Context: an optimization exercise on an open-source flow, tuned for small area, a short achievable clock period and few clock cycles per item. The choices shown serve that exercise and are no tape-out recipe. RTL that was checked went through simulation tests only; none was proved equivalent to the original.

## sr_gen
module sr_gen (
    input  wire        clk,
    input  wire        rst,
    input  wire        in_valid,
    output wire        in_ready,
    input  wire        in_load,
    input  wire [63:0] in_j,
    input  wire [63:0] in_s,
    input  wire [31:0] in_t,
    input  wire [47:0] in_x,
    output wire        out_valid,
    input  wire        out_ready,
    output wire [23:0] out_u
);
export LEC_CHECK = 0
export CAP_MARGIN = 30
export CORE_MARGIN = 2
export CORE_UTILIZATION = 50
export PLACE_DENSITY = 0.65
export SETUP_SLACK_MARGIN = 0.4
export SLEW_MARGIN = 60
export SYNTH_HIERARCHICAL = 1
create_clock -name core_clock -period 12.0 [get_ports {clk}]
standard.sh (not shown) runs the stock make flow with config.mk's settings and CLKGATE_MAP_FILE= SYNTH_SCRIPT=/design/flow/synth_recipe.tcl, a recipe that flattens the netlist after the stock synthesis.
==> flow/flow/run.sh <==
#!/bin/bash
# Layout: the standard flow (standard.sh) with the standard synthesis
# unchanged. After synthesis two things differ from the standard run:
#  - the port buffers are buf_2 cells instead of the delay cell that
#    buffer_ports picks by default (every port still gets its buffer);
#  - the delay cells (clkdlybuf4s*, dlygate*, dlymetal*) are added to the
#    platform's don't-use list, so the repair of slew, capacitance and long
#    wires uses plain buffers.
# Each tool's output goes to a log file of its own in this folder.
set -euo pipefail
bash standard.sh synth > synth.log 2>&1
FULL=$(make -s -C "$FLOW_HOME" DESIGN_CONFIG="$PWD/config.mk" WORK_HOME="$PWD/orfs" \
       print-DONT_USE_CELLS 2> print_dont_use.log | sed -n 's/^DONT_USE_CELLS: //p')
DU="$FULL"
for c in clkdlybuf4s15_1 clkdlybuf4s15_2 clkdlybuf4s18_1 clkdlybuf4s18_2 \
         clkdlybuf4s25_1 clkdlybuf4s25_2 clkdlybuf4s50_1 clkdlybuf4s50_2 \
         dlygate4sd1_1 dlygate4sd2_1 dlygate4sd3_1 \
         dlymetal6s2s_1 dlymetal6s4s_1 dlymetal6s6s_1; do
  DU="$DU sky130_fd_sc_hd__$c"
done
echo "DONT_USE_CELLS=$DU" > dont_use.txt
bash standard.sh "DONT_USE_CELLS=$DU" \
  "BUFFER_PORTS_ARGS=-buffer_cell sky130_fd_sc_hd__buf_2" finish > layout.log 2>&1
The starting point completed with no timing, DRC or antenna violations.
Testbench counts at the start, summed over its fixed seeds: cycles 26,224, items 23,844.
Edit:
CAP_MARGIN = 50   (was 30)
SLEW_MARGIN = 80   (was 60)
Utilization climbs by 4.0 points; routed wire length climbs by 1.5%; flip-flop and latch count is unchanged; fmax climbs by 2.9%; via count climbs by 3.8%.
Edit:
CAP_MARGIN = 30   (was 50)
CTS_BUF_LIST = sky130_fd_sc_hd__clkbuf_4 sky130_fd_sc_hd__clkbuf_8   (was default)
SLEW_MARGIN = 60   (was 80)
=> The changed run finished but fails on antenna violations; count of clock-buffer cells in the layout rose by 84; final cell count fell by about 3%; global-route usage fell by 0.44 points; final area fell by about 7%; critical path depth fell by 2; utilization fell by 4.0 points; routed wire length fell by about 1.2%; fmax fell by about 2.5%; via count fell by about 3%.

========
run 1:
Another version of the RTL of sr_gen (not shown whole).
Size: roughly 240 I/O pins, about 0.058 sq mm of cells after synthesis.
Settings: LEC_CHECK=0, CAP_MARGIN=40, CORE_MARGIN=2, CORE_UTILIZATION=50, PLACE_DENSITY=0.65, SETUP_SLACK_MARGIN=0.4, SLEW_MARGIN=70, SYNTH_HIERARCHICAL=1; clock period 12.0 ns.
Scripts as last shown in full above: flow/flow/run.sh
Testbench counts of run 1, summed over its fixed seeds: cycles 26,224, items 23,844.
#### Input delta (run 2 over run 1)
# run 1
export LEC_CHECK = 0
export CAP_MARGIN = 40
export CORE_MARGIN = 2
export CORE_UTILIZATION = 50
export PLACE_DENSITY = 0.65
export SETUP_SLACK_MARGIN = 0.4
export SLEW_MARGIN = 70
export SYNTH_HIERARCHICAL = 1
create_clock -name core_clock -period 12.0 [get_ports {clk}]
# run 2
export LEC_CHECK = 0
export CAP_MARGIN = 30
export CORE_MARGIN = 2
export CORE_UTILIZATION = 50
export PLACE_DENSITY = 0.65
export SETUP_SLACK_MARGIN = 0.4
export SLEW_MARGIN = 60
export SYNTH_HIERARCHICAL = 1
create_clock -name core_clock -period 12.0 [get_ports {clk}]
Results
Run 2 has less setup slack than run 1.
In terms of wire length of the first global-routing pass, run 2 and run 1 differ only marginally.
In run 2 relative to run 1, design area had gone down slightly.
Comparing run 1 against run 2, there is no change at all in flip-flop and latch count.
In run 2, the area of combinational cells with multiple inputs came out 540 sq um below the value in run 1.
Inputs modified between run 2 and run 3:
# run 2
export LEC_CHECK = 0
export CAP_MARGIN = 30
export CORE_MARGIN = 2
export CORE_UTILIZATION = 50
export PLACE_DENSITY = 0.65
export SETUP_SLACK_MARGIN = 0.4
export SLEW_MARGIN = 60
export SYNTH_HIERARCHICAL = 1
create_clock -name core_clock -period 12.0 [get_ports {clk}]
# run 3
export LEC_CHECK = 0
export CAP_MARGIN = 40
export CORE_MARGIN = 2
export CORE_UTILIZATION = 50
export GPL_ROUTABILITY_DRIVEN = 0
export PLACE_DENSITY = 0.65
export SETUP_SLACK_MARGIN = 0.4
export SLEW_MARGIN = 70
export SYNTH_HIERARCHICAL = 1
create_clock -name core_clock -period 12.0 [get_ports {clk}]
==> results.txt <==
Compared with run 2, in run 3 worst-skew pair later-pin latency barely changed, layout overhead on the synthesized area increased 1.5 points, count of buffering cells on the critical path with inverters included moved up.
Run 3 against run 2; detailed-routed wire length on met2 is down by a few percent.
Run 3 went all the way through synthesis, placement and routing and the layout is clean on timing, DRC and antenna.
Run 2 | status: complete | timing, DRC, antenna: pass
[compare] base=run 2 new=run 3: first-iteration detailed-routing DRC count went up; met1 wire length went down.
### run 3 -> run 4
# run 3
export LEC_CHECK = 0
export CAP_MARGIN = 40
export CORE_MARGIN = 2
export CORE_UTILIZATION = 50
export GPL_ROUTABILITY_DRIVEN = 0
export PLACE_DENSITY = 0.65
export SETUP_SLACK_MARGIN = 0.4
export SLEW_MARGIN = 70
export SYNTH_HIERARCHICAL = 1
create_clock -name core_clock -period 12.0 [get_ports {clk}]
# run 4
export LEC_CHECK = 0
export CAP_MARGIN = 40
export CORE_MARGIN = 2
export CORE_UTILIZATION = 50
export GPL_ROUTABILITY_DRIVEN = 0
export PLACE_DENSITY = 0.6
export SETUP_SLACK_MARGIN = 0.4
export SLEW_MARGIN = 70
export SYNTH_HIERARCHICAL = 1
create_clock -name core_clock -period 12.0 [get_ports {clk}]
### Flow results
Route | run 4 vs run 3 | wire longer in run 4. Where final critical-path required period is concerned, run 3 is better than run 4. There was hardly any difference in sequential share of layout area between run 4 and run 3. Between run 4 and run 3, the share of the core filled with cells in the final layout does not differ in any meaningful way. Changes observed in run 4 relative to run 3: number of global-route vias before repair down 333; number of gates resized after CTS flat; final non-filler cell area flat; area overhead of the layout relative to synthesis up 0.17 points.
For run 5, these inputs were changed with respect to run 4:
# run 4
export LEC_CHECK = 0
export CAP_MARGIN = 40
export CORE_MARGIN = 2
export CORE_UTILIZATION = 50
export GPL_ROUTABILITY_DRIVEN = 0
export PLACE_DENSITY = 0.6
export SETUP_SLACK_MARGIN = 0.4
export SLEW_MARGIN = 70
export SYNTH_HIERARCHICAL = 1
create_clock -name core_clock -period 12.0 [get_ports {clk}]
# run 5
export LEC_CHECK = 0
export CAP_MARGIN = 40
export CORE_MARGIN = 2
export CORE_UTILIZATION = 50
export GPL_ROUTABILITY_DRIVEN = 0
export PLACE_DENSITY = 0.72
export SETUP_SLACK_MARGIN = 0.4
export SLEW_MARGIN = 70
export SYNTH_HIERARCHICAL = 1
create_clock -name core_clock -period 12.0 [get_ports {clk}]
[summary]
Looking at the reports, run 5 completed the entire flow and the layout it produced met the timing, design-rule and antenna checks. Going from run 4 to run 5, minimum clock period after layout shrank by 210 ps, placed cell area held steady. The higher number of optimization iterations in the first detailed-route pass of run 4 and run 5 is in run 5. Between run 4 and run 5, the flow reports via count of the first global-routing pass increasing by a few percent. Of run 4 and run 5, the run reporting the lower routed wire length was run 5.

========
sr_gen, a different RTL version from the one above (not shown whole).
For scale: ~4300 cells after synthesis, about 240 I/O pins.
Settings: LEC_CHECK=0, CAP_MARGIN=50, CORE_MARGIN=2, CORE_UTILIZATION=50, PLACE_DENSITY=0.65, SETUP_SLACK_MARGIN=0.4, SLEW_MARGIN=80, SYNTH_HIERARCHICAL=1; clock period 12.0 ns.
run.sh (not shown) runs the stock make flow with config.mk's settings and CLKGATE_MAP_FILE= SYNTH_SCRIPT=/design/flow/synth_recipe.tcl, a recipe that flattens the netlist after the stock synthesis.
Stock flow here: none of the scripts above is used.
The starting point passed the timing, design-rule and antenna checks.
Then changed:
==> flow/flow/run.sh (new file) <==
#!/bin/bash
# Layout: the standard flow (standard.sh), with the standard synthesis
# unchanged. After synthesis the delay cells (clkdlybuf4s*, dlygate*,
# dlymetal*) are added to the don't-use list, so that port buffering and the
# repair of slew and long wires use plain buffers. Each step's output goes to
# a log file in this folder.
set -euo pipefail
bash standard.sh synth > synth.log 2>&1
DU=""
for c in clkdlybuf4s15_1 clkdlybuf4s15_2 clkdlybuf4s18_1 clkdlybuf4s18_2 \
         clkdlybuf4s25_1 clkdlybuf4s25_2 clkdlybuf4s50_1 clkdlybuf4s50_2 \
         dlygate4sd1_1 dlygate4sd2_1 dlygate4sd3_1 \
         dlymetal6s2s_1 dlymetal6s4s_1 dlymetal6s6s_1; do
  DU="$DU sky130_fd_sc_hd__$c"
done
DONT_USE_CELLS="$DU" bash standard.sh finish > layout.log 2>&1
==> flow/standard.sh (new file) <==
#!/bin/bash
# synth_recipe.tcl (not shown) runs the flow's synth.tcl, then flattens the netlist and writes it again
# the make line also repeats each setting of config.mk as NAME=value (left out here)
make -C /OpenROAD-flow-scripts/flow DESIGN_CONFIG=/design/flow/config.mk WORK_HOME=/design/flow/orfs CLKGATE_MAP_FILE= SYNTH_SCRIPT=/design/flow/synth_recipe.tcl "${@:-finish}"
removed: flow/run.sh
Effect:
- The changed run completed with no timing, DRC or antenna violations
- setup slack stays the same
- die area is unchanged
- core utilization does not change
- synthesized cell count stays the same
- global-route usage does not change
- final cell count is unchanged
- sequential share of layout area stays the same
- clock skew stays the same
No functional check of the RTL was part of any run of this note.

-- separate check: timing with driven ports --
No port has a modelled driver above. Below, the same layouts with a new extraction and two added sets of constraints.
Step 1: set_driving_cell puts a clkbuf_16 on clk and a buf_2 on each other input, an assumption about the parent block.
Step 2 times the ports against the registers' clock, not the clock port: input delays grow and output delays shrink by t, the midpoint of the rising clock arrivals with the driver on.
a / b / c = ideal ports / drivers / drivers and shift; a / b = the first two.
run	t (ns)	slack for setup (ns)	slew at the worst register clock pin (ns)
the first run of note 1	0.744	7.568 / 7.568 / 7.019	0.07 / 0.07
the second run of note 1	0.744	7.693 / 7.693 / 7.260	0.07 / 0.07
the third run of note 1	0.913	7.583 / 7.583 / 6.971	0.08 / 0.08
run 1	0.756	7.794 / 7.794 / 7.386	0.07 / 0.07
run 2	0.738	7.701 / 7.701 / 7.274	0.08 / 0.08
run 3	0.758	7.881 / 7.881 / 7.461	0.07 / 0.07
run 4	0.749	7.607 / 7.607 / 7.411	0.07 / 0.07
run 5	0.744	7.813 / 7.813 / 7.341	0.07 / 0.07
the first run of note 3	0.748	7.480 / 7.480 / 7.145	0.07 / 0.07
the second run of note 3	0.748	7.480 / 7.480 / 7.145	0.07 / 0.07
The setup slack of the third run of note 1, which loses most, moves by 0.000 ns with the drivers and by -0.612 ns with both steps.
